What follows belongs to an exercise in optimizing a design on an open flow for small area, a short achievable clock period and few clock cycles per item; a production flow would make more cautious choices.
Only simulation tests tie the RTL to the original design; equivalence was not proved.
Power is estimated from default activity; no workload was simulated.

File: flow/run.sh
#!/bin/bash
# synth_recipe.tcl (not shown) runs the flow's synth.tcl, then flattens the netlist and writes it again
# the make line also repeats each setting of config.mk as NAME=value (left out here)
make -C /OpenROAD-flow-scripts/flow DESIGN_CONFIG=/design/flow/config.mk WORK_HOME=/design/flow/orfs CLKGATE_MAP_FILE= SYNTH_SCRIPT=/design/flow/synth_recipe.tcl finish
File: flow/config.mk
export PLATFORM = sky130hd
export DESIGN_NAME = mxq_block
export DESIGN_NICKNAME = mxq_block
export VERILOG_FILES = /design/flow/design.v
export SDC_FILE = /design/flow/constraint.sdc
export NUM_CORES = 4
export LEC_CHECK = 0
export CAP_MARGIN = 20
export CORE_MARGIN = 2
export CORE_UTILIZATION = 40
export SLEW_MARGIN = 20
File: flow/constraint.sdc
create_clock -name core_clock -period 14.0 [get_ports {clk}]
set_input_delay 2.8000 -clock core_clock [delete_from_list [all_inputs] [get_ports {clk}]]
set_output_delay 2.8000 -clock core_clock [all_outputs]
set_load 0.01 [all_outputs]
File: flow/design.v
module mxq_block (
    input  wire         clk,
    input  wire         rst,         
    input  wire         in_valid,
    output wire         in_ready,
    input  wire [31:0]  in_data,     
    input  wire [2:0]   in_fmt,      
    input  wire         in_rmode,    
    output wire         out_valid,
    input  wire         out_ready,
    output wire [7:0]   out_scale,
    output wire [255:0] out_elems,
    output wire [5:0]   out_flush,
    output wire         out_nan
);
    localparam [2:0] FMT_FP4  = 3'd0,    
                     FMT_E2M3 = 3'd1,
                     FMT_E3M2 = 3'd2,
                     FMT_E4M3 = 3'd3,
                     FMT_E5M2 = 3'd4,
                     FMT_INT8 = 3'd5;
    localparam [1:0] S_LOAD  = 2'd0,
                     S_SCALE = 2'd1,
                     S_CONV  = 2'd2,
                     S_SEND  = 2'd3;
    reg  [1:0]  state;
    reg  [4:0]  idx;
    reg  [31:0] buf_q [0:31];
    reg  [2:0]  fmt;
    reg         rmode;
    reg  [7:0]  max_exp;        
    reg         any_nan;
    reg         any_inf;
    reg  [7:0]  scale;
    reg  [7:0]  code_q [0:31];
    reg  [5:0]  flush_cnt;
    reg         nan_out;
    function [3:0] fmt_emax(input [2:0] f);
        case (f)
            FMT_FP4:  fmt_emax = 4'd2;
            FMT_E2M3: fmt_emax = 4'd2;
            FMT_E3M2: fmt_emax = 4'd4;
            FMT_E4M3: fmt_emax = 4'd8;
            FMT_E5M2: fmt_emax = 4'd15;
            default:  fmt_emax = 4'd0;    
        endcase
    endfunction
    function [8:0] quantise(input [31:0] v, input [2:0] f, input rm,
                            input [7:0] sc);
        reg        sgn;
        reg [7:0]  ex;
        reg [23:0] sig;
        reg [2:0]  m;         
        reg [4:0]  bias;
        reg [7:0]  largest;   
        integer    te;        
        integer    shift;
        reg [24:0] q;
        reg [24:0] q_ext;
        reg        guard;
        reg        sticky;
        reg        up;
        integer    k;
        reg [8:0]  mag;
        reg [7:0]  code;
        reg        flushed;
        begin
            sgn = v[31];
            ex  = v[30:23];
            sig = {1'b1, v[22:0]};
            q_ext = {1'b0, sig};
            case (f)
                FMT_FP4:  begin m = 3'd1; bias = 5'd1;  largest = 8'h07; end
                FMT_E2M3: begin m = 3'd3; bias = 5'd1;  largest = 8'h1F; end
                FMT_E3M2: begin m = 3'd2; bias = 5'd3;  largest = 8'h1F; end
                FMT_E4M3: begin m = 3'd3; bias = 5'd7;  largest = 8'h7E; end
                FMT_E5M2: begin m = 3'd2; bias = 5'd15; largest = 8'h7B; end
                default:  begin m = 3'd6; bias = 5'd1;  largest = 8'h7F; end
            endcase
            flushed = 1'b0;
            if (ex == 8'd0) begin
                mag = 9'd0;
            end else begin
                te = ex - sc + bias;
                if (te >= 1)
                    shift = 23 - m;
                else
                    shift = 23 - m + (1 - te);
                if (shift > 25)
                    shift = 25;
                q = {1'b0, sig} >> shift;
                guard  = q_ext[shift-1];
                sticky = 1'b0;
                for (k = 0; k < 24; k = k + 1)
                    if (k < shift - 1 && sig[k])
                        sticky = 1'b1;
                up = !rm && guard && (sticky || q[0]);
                q = q + up;
                if (te >= 1)
                    mag = ((te - 1) << m) + q;
                else
                    mag = q[8:0];
                if (mag > {1'b0, largest})
                    mag = {1'b0, largest};
                if (mag == 9'd0)
                    flushed = 1'b1;
            end
            if (f == FMT_INT8) begin
                if (sgn)
                    code = 8'd0 - mag[7:0];
                else
                    code = mag[7:0];
            end else begin
                code = mag[7:0];
                case (f)
                    FMT_FP4:            code[3] = sgn;
                    FMT_E2M3, FMT_E3M2: code[5] = sgn;
                    default:            code[7] = sgn;
                endcase
            end
            quantise = {flushed, code};
        end
    endfunction
    wire [7:0]  in_ex   = in_data[30:23];
    wire [22:0] in_frac = in_data[22:0];
    wire [31:0] in_flushed = (in_ex == 8'd0) ? {in_data[31], 31'd0} : in_data;
    wire        in_is_sub  = (in_ex == 8'd0) && (in_frac != 23'd0);
    wire        in_is_inf  = (in_ex == 8'hFF) && (in_frac == 23'd0);
    wire        in_is_nan  = (in_ex == 8'hFF) && (in_frac != 23'd0);
    assign in_ready = (state == S_LOAD);
    wire in_fire = in_valid && in_ready;
    wire [3:0] emax     = fmt_emax(fmt);
    wire [7:0] scale_nx = (max_exp == 8'd0) ? 8'h7F :
                          (max_exp > {4'd0, emax}) ? (max_exp - {4'd0, emax}) :
                          8'd0;
    wire [8:0] conv = quantise(buf_q[idx], fmt, rmode, scale);
    integer i;
    always @(posedge clk) begin
        if (rst) begin
            state     <= S_LOAD;
            idx       <= 5'd0;
            max_exp   <= 8'd0;
            any_nan   <= 1'b0;
            any_inf   <= 1'b0;
            flush_cnt <= 6'd0;
            nan_out   <= 1'b0;
            scale     <= 8'd0;
            fmt       <= 3'd0;
            rmode     <= 1'b0;
        end else begin
            case (state)
                S_LOAD: if (in_fire) begin
                    buf_q[idx] <= in_flushed;
                    if (idx == 5'd0) begin
                        fmt       <= in_fmt;
                        rmode     <= in_rmode;
                        max_exp   <= (in_is_inf || in_is_nan) ? 8'd0 : in_ex;
                        any_nan   <= in_is_nan;
                        any_inf   <= in_is_inf;
                        flush_cnt <= {5'd0, in_is_sub};
                    end else begin
                        if (!in_is_inf && !in_is_nan && in_ex > max_exp)
                            max_exp <= in_ex;
                        any_nan   <= any_nan | in_is_nan;
                        any_inf   <= any_inf | in_is_inf;
                        flush_cnt <= flush_cnt + {5'd0, in_is_sub};
                    end
                    idx <= idx + 5'd1;
                    if (idx == 5'd31)
                        state <= S_SCALE;
                end
                S_SCALE: begin
                    idx <= 5'd0;
                    if (any_nan || any_inf) begin
                        scale   <= 8'hFF;
                        nan_out <= !any_nan;
                        for (i = 0; i < 32; i = i + 1)
                            code_q[i] <= 8'd0;
                        state <= S_SEND;
                    end else begin
                        scale   <= scale_nx;
                        nan_out <= 1'b0;
                        state   <= S_CONV;
                    end
                end
                S_CONV: begin
                    code_q[idx] <= conv[7:0];
                    flush_cnt   <= flush_cnt + {5'd0, conv[8]};
                    idx         <= idx + 5'd1;
                    if (idx == 5'd31)
                        state <= S_SEND;
                end
                S_SEND: if (out_ready) begin
                    state <= S_LOAD;
                    idx   <= 5'd0;
                end
                default: state <= S_LOAD;
            endcase
        end
    end
    reg [255:0] elems_pk;
    integer j;
    always @(*) begin
        elems_pk = 256'd0;
        for (j = 0; j < 32; j = j + 1) begin
            case (fmt)
                FMT_FP4:            elems_pk[4*j +: 4] = code_q[j][3:0];
                FMT_E2M3, FMT_E3M2: elems_pk[6*j +: 6] = code_q[j][5:0];
                default:            elems_pk[8*j +: 8] = code_q[j];
            endcase
        end
    end
    assign out_valid = (state == S_SEND);
    assign out_scale = scale;
    assign out_elems = elems_pk;
    assign out_flush = flush_cnt;
    assign out_nan   = nan_out;
endmodule
==> results.py <==
metrics = {
    "status": {
        "outcome": "complete, no violations",
    },
    "worst_setup_path": {
        "worstPathMaxFanout": 8,
        "cp-end-kind": "register",
        "cp-start-kind": "register",
        "worst_ep_arrival_time_ps": 14000,
        "crit_path_top_delay_cell": "or4_1",
        "crit_required_ps": 14600,
        "worstSetupPathType": "reg2reg",
        "cpMostUsedCell": "nand2_1",
        "slowest_delay_ps": 550,
    },
    "pwr": {
        "p_per_area_nw_per_um2": 154,
        "ir_worst_vdd_mv": 0.158,
        "p_sw_share_pct": 32.1,
        "pwr-share-seq_pct": 39.1,
        "power_switching_w": 0.00357,
        "combinationalPowerShare_pct": 28.5,
        "p_leak_nw": 23.3,
        "clkPwrFrac_pct": 32.4,
        "internal_power_w": 0.00753,
        "total_power_w": 0.0111,
    },
    "cts": {
        "cts-htree-levels": 4,
        "path_clk_slew_ps": 60,
        "ctsHoldBuffers": 0,
        "cts_buffers": 139,
        "cts.sinks": 1321,
        "clock-root-buffer": "clkbuf_16",
        "clkLatencyLatePin_ps": 770,
        "clk_path_buf_depth": 3,
        "cts_tree": "built",
    },
    "die": {
        "core_um2": 151000,
        "rows": 143,
        "start_util_pct": 40.1,
        "dieArea_um2": 155000,
        "io_pins": 313,
        "die_h_um": 394,
        "die_w_um": 394,
    },
    "timing": {
        "rsz0062_at_grt": "yes",
        "hold_viol": 0,
        "max_freq_mhz": 74.6,
        "slew_violations": 0,
        "finalSetupViolCount": 0,
        "finalClockSkew_ps": 65.9,
        "period_share_pct": 95.7,
        "fin_crit_ps": 13400,
        "maxSlewHeadroom_pct": 24.0,
        "tightest_slew_ps": 1110,
    },
    "route": {
        "drc": 0,
        "postRouteAntennaNets": 0,
        "routedWlPerCell_um": 28.8,
        "vias": 38780,
        "vias_per_cell": 5.85,
        "firstDrtPassIters": 6,
        "first_iter_violations": 4536,
        "wl_um": 191000,
    },
    "global_routing": {
        "antenna_found_initial": 9,
        "grt_pass1_wl_um": 272000,
        "grt_usage_pct": 24.0,
        "overflow": 0,
        "grt_max_degree": 249,
        "first_global_vias": 37459,
    },
    "logic_synthesis": {
        "async_flop_share_pct": 0,
        "syn_inst": 4104,
        "synth_top_area_cell": "edfxtp_1",
        "synth_nets": 4224,
        "synth_common_cells": "edfxtp_1, nand2_1, nor2_1",
        "yosys_warnings": 1,
        "post_synth_instance_area_um2": 60700,
        "synth-main-ff-cell": "edfxtp_1",
        "synth_edf_count": 1280,
        "synth.most_common_cell": "edfxtp_1",
        "syn_area_per_cell_um2": 14.8,
        "netlist_top_cells_area": "edfxtp_1, mux4_2, nand2_1, mux2i_1, o21ai_0",
        "synth_top_area_share_pct": 63.3,
        "ys_ff_latch": 1321,
        "yosysUniqueCellTypes": 111,
        "yosysSeqAreaShare_pct": 64.6,
    },
    "cells_and_area": {
        "drive_gt1_share_pct": 20.1,
        "finalNetCount": 4606,
        "utilization_pct": 47.6,
        "area_growth_syn_to_layout_pct": 18.6,
        "fillers": 13156,
        "final_cells": 6628,
    },
    "hold_path": {
        "hp-class": "reg2reg",
    },
    "placed_design": {
        "dp_hpwl_um": 118000,
        "place_congestion": 0.958,
        "dp.cells": 6345,
        "io_buffers": 312,
    },
    "flow_run": {
        "maxCapViolCount": 0,
    },
}
registers in the layout, summed over array words and instances (netlist names), named ones only:
| name | count |
|---|---|
| any_inf | 1 |
| any_nan | 1 |
| buf_q | 1024 |
| code_q | 256 |
| flush_cnt | 6 |
| fmt | 3 |
| idx | 5 |
| max_exp | 8 |
| nan_out | 1 |
| rmode | 1 |
| scale | 8 |
| state | 2 |
worst max-delay path: cells and delay by family (launching register included):
kind            cells  cell delay, ps
buf+inv             7             960
mux                 5            1700
compound gates     18            3110
fa+ha+maj           8            2240
xor+xnor            3             460
flops               1             420
simple gates       21            4350
per-stage QoR:
| step | setup TNS (ps) | hold WS, ps | area [um^2] | setup WS [ps] |
|---|---|---|---|---|
| 2_1_floorplan | 0 | 437 | 61000 | 22.3 |
| 3_3_place_gp | -51.5 | 458 | 67000 | -51.5 |
| 3_5_place_dp | -3950 | 460 | 67000 | -128 |
| 4_1_cts | 0 | 469 | 71500 | 57.7 |
| 5_1_grt | -3730 | 492 | 72000 | -104 |
| 6_report | 0 | 470 | 72000 | 596 |
power groups by stage:
| stage | sequential [W] | combinational, W | clock, W |
|---|---|---|---|
| 6_report | 0.00434 | 0.00316 | 0.00359 |
| 5_1_grt | 0.00434 | 0.00332 | 0.00380 |
| 4_1_cts | 0.00434 | 0.00295 | 0.00364 |
| 3_5_place_dp | 0.00443 | 0.00293 | 0 |
| 3_3_place_gp | 0.00443 | 0.00295 | 0 |
| 2_1_floorplan | 0.00442 | 0.00175 | 0 |
cells by family after synthesis:
| group | share of synthesized area [%] |
|---|---|
| compound gates | 6.21 |
| flops | 64.6 |
| simple gates | 9.28 |
| buf+inv | 2.26 |
| mux | 15.1 |
| xor+xnor | 0.785 |
| fa+ha+maj | 1.71 |
per-layer routing:
| metal | routed length (um) | share of wire [%] | vias up | GRT usage [%] |
|---|---|---|---|---|
| li1 | - | - | 16636 | - |
| met1 | 79400 | 42 | 20090 | 33.5 |
| met2 | 91000 | 48 | 1721 | 38.7 |
| met3 | 13800 | 7.3 | 325 | 3.62 |
| met4 | 6500 | 3.4 | 8 | 7.94 |
| met5 | 47 | 0.025 | - | 0 |
final timing paths:
check	start	to	slack (ps)	cells after the start
setup reg to reg	register	code_q[23][4]$_SDFFCE_PN0P_	600	62
hold / removal	max_exp[4]$_SDFFE_PP0P_	max_exp[4]$_SDFFE_PP0P_	470	2
hold reg to reg	max_exp[4]$_SDFFE_PP0P_	max_exp[4]$_SDFFE_PP0P_	470	2
setup / recovery	register	code_q[23][4]$_SDFFCE_PN0P_	600	62
cell type report:
cell class | count | area [um^2] | area share (%)
Timing Repair Buffer | 502 | 4720 | 6.55
Tap cell | 2030 | 2540 | 3.53
Clock buffer | 182 | 3680 | 5.11
Antenna cell | 1 | 2.50 | 0.00347
Inverter | 72 | 272 | 0.377
Sequential cell | 1321 | 39300 | 54.5
Clock inverter | 70 | 779 | 1.08
Multi-Input combinational cell | 2450 | 20800 | 28.8
layout by cell type (no fill, tap or decap), types with 41 or more instances in the layout:
| master | synthesis | routed |
|---|---|---|
| nand3_1 | 53 | 47 |
| inv_1 | 70 | 68 |
| mux2i_1 | 164 | 158 |
| buf_4 | 7 | 169 |
| clkbuf_1 | 180 | 41 |
| o21ai_0 | 255 | 252 |
| and2_1 | 100 | 97 |
| nor2_1 | 324 | 288 |
| nor3_1 | 91 | 89 |
| ha_1 | 75 | 64 |
| clkdlybuf4s50_1 | 0 | 310 |
| mux4_2 | 323 | 323 |
| nand2_1 | 439 | 438 |
| edfxtp_1 | 1280 | 1280 |
| clkbuf_16 | 0 | 141 |
| a21oi_1 | 131 | 127 |
timing repair:
action,CTS,global route
cloned,0,2
pin swaps,0,25
setup buffers,0,27
setup endpoints to repair,67,262
resized for setup,6,57
Testbench counts, summed over its fixed seeds: cycles 33,792, items 512.

==> re-timing with driven ports <==
Ports are ideal in the flow. The routed layout listed here was re-timed in OpenROAD. Step 1 sets driving cells, clkbuf_16 on the clock port and buf_2 on the other inputs (assumed; they add their load-dependent delay and slew). Step 2 times the ports against the registers' clock, not the clock port: input delays grow and output delays shrink by t, the midpoint of the rising clock arrivals with the driver on. a / b / c = no drivers / after step 1 / after step 2; a / b = the first two.
t, ns: 0.826
slack for setup (ns): 0.596 / 0.596 / 0.596
worst hold slack (ns): 0.470 / 0.470 / 0.470
latest minus earliest clock arrival (ns): 0.085 / 0.085
pins driven straight from the clock port: 1
After both steps this run still meets setup and hold. The setup slack of this run moves by 0.000 ns with the drivers and by 0.000 ns with both steps.
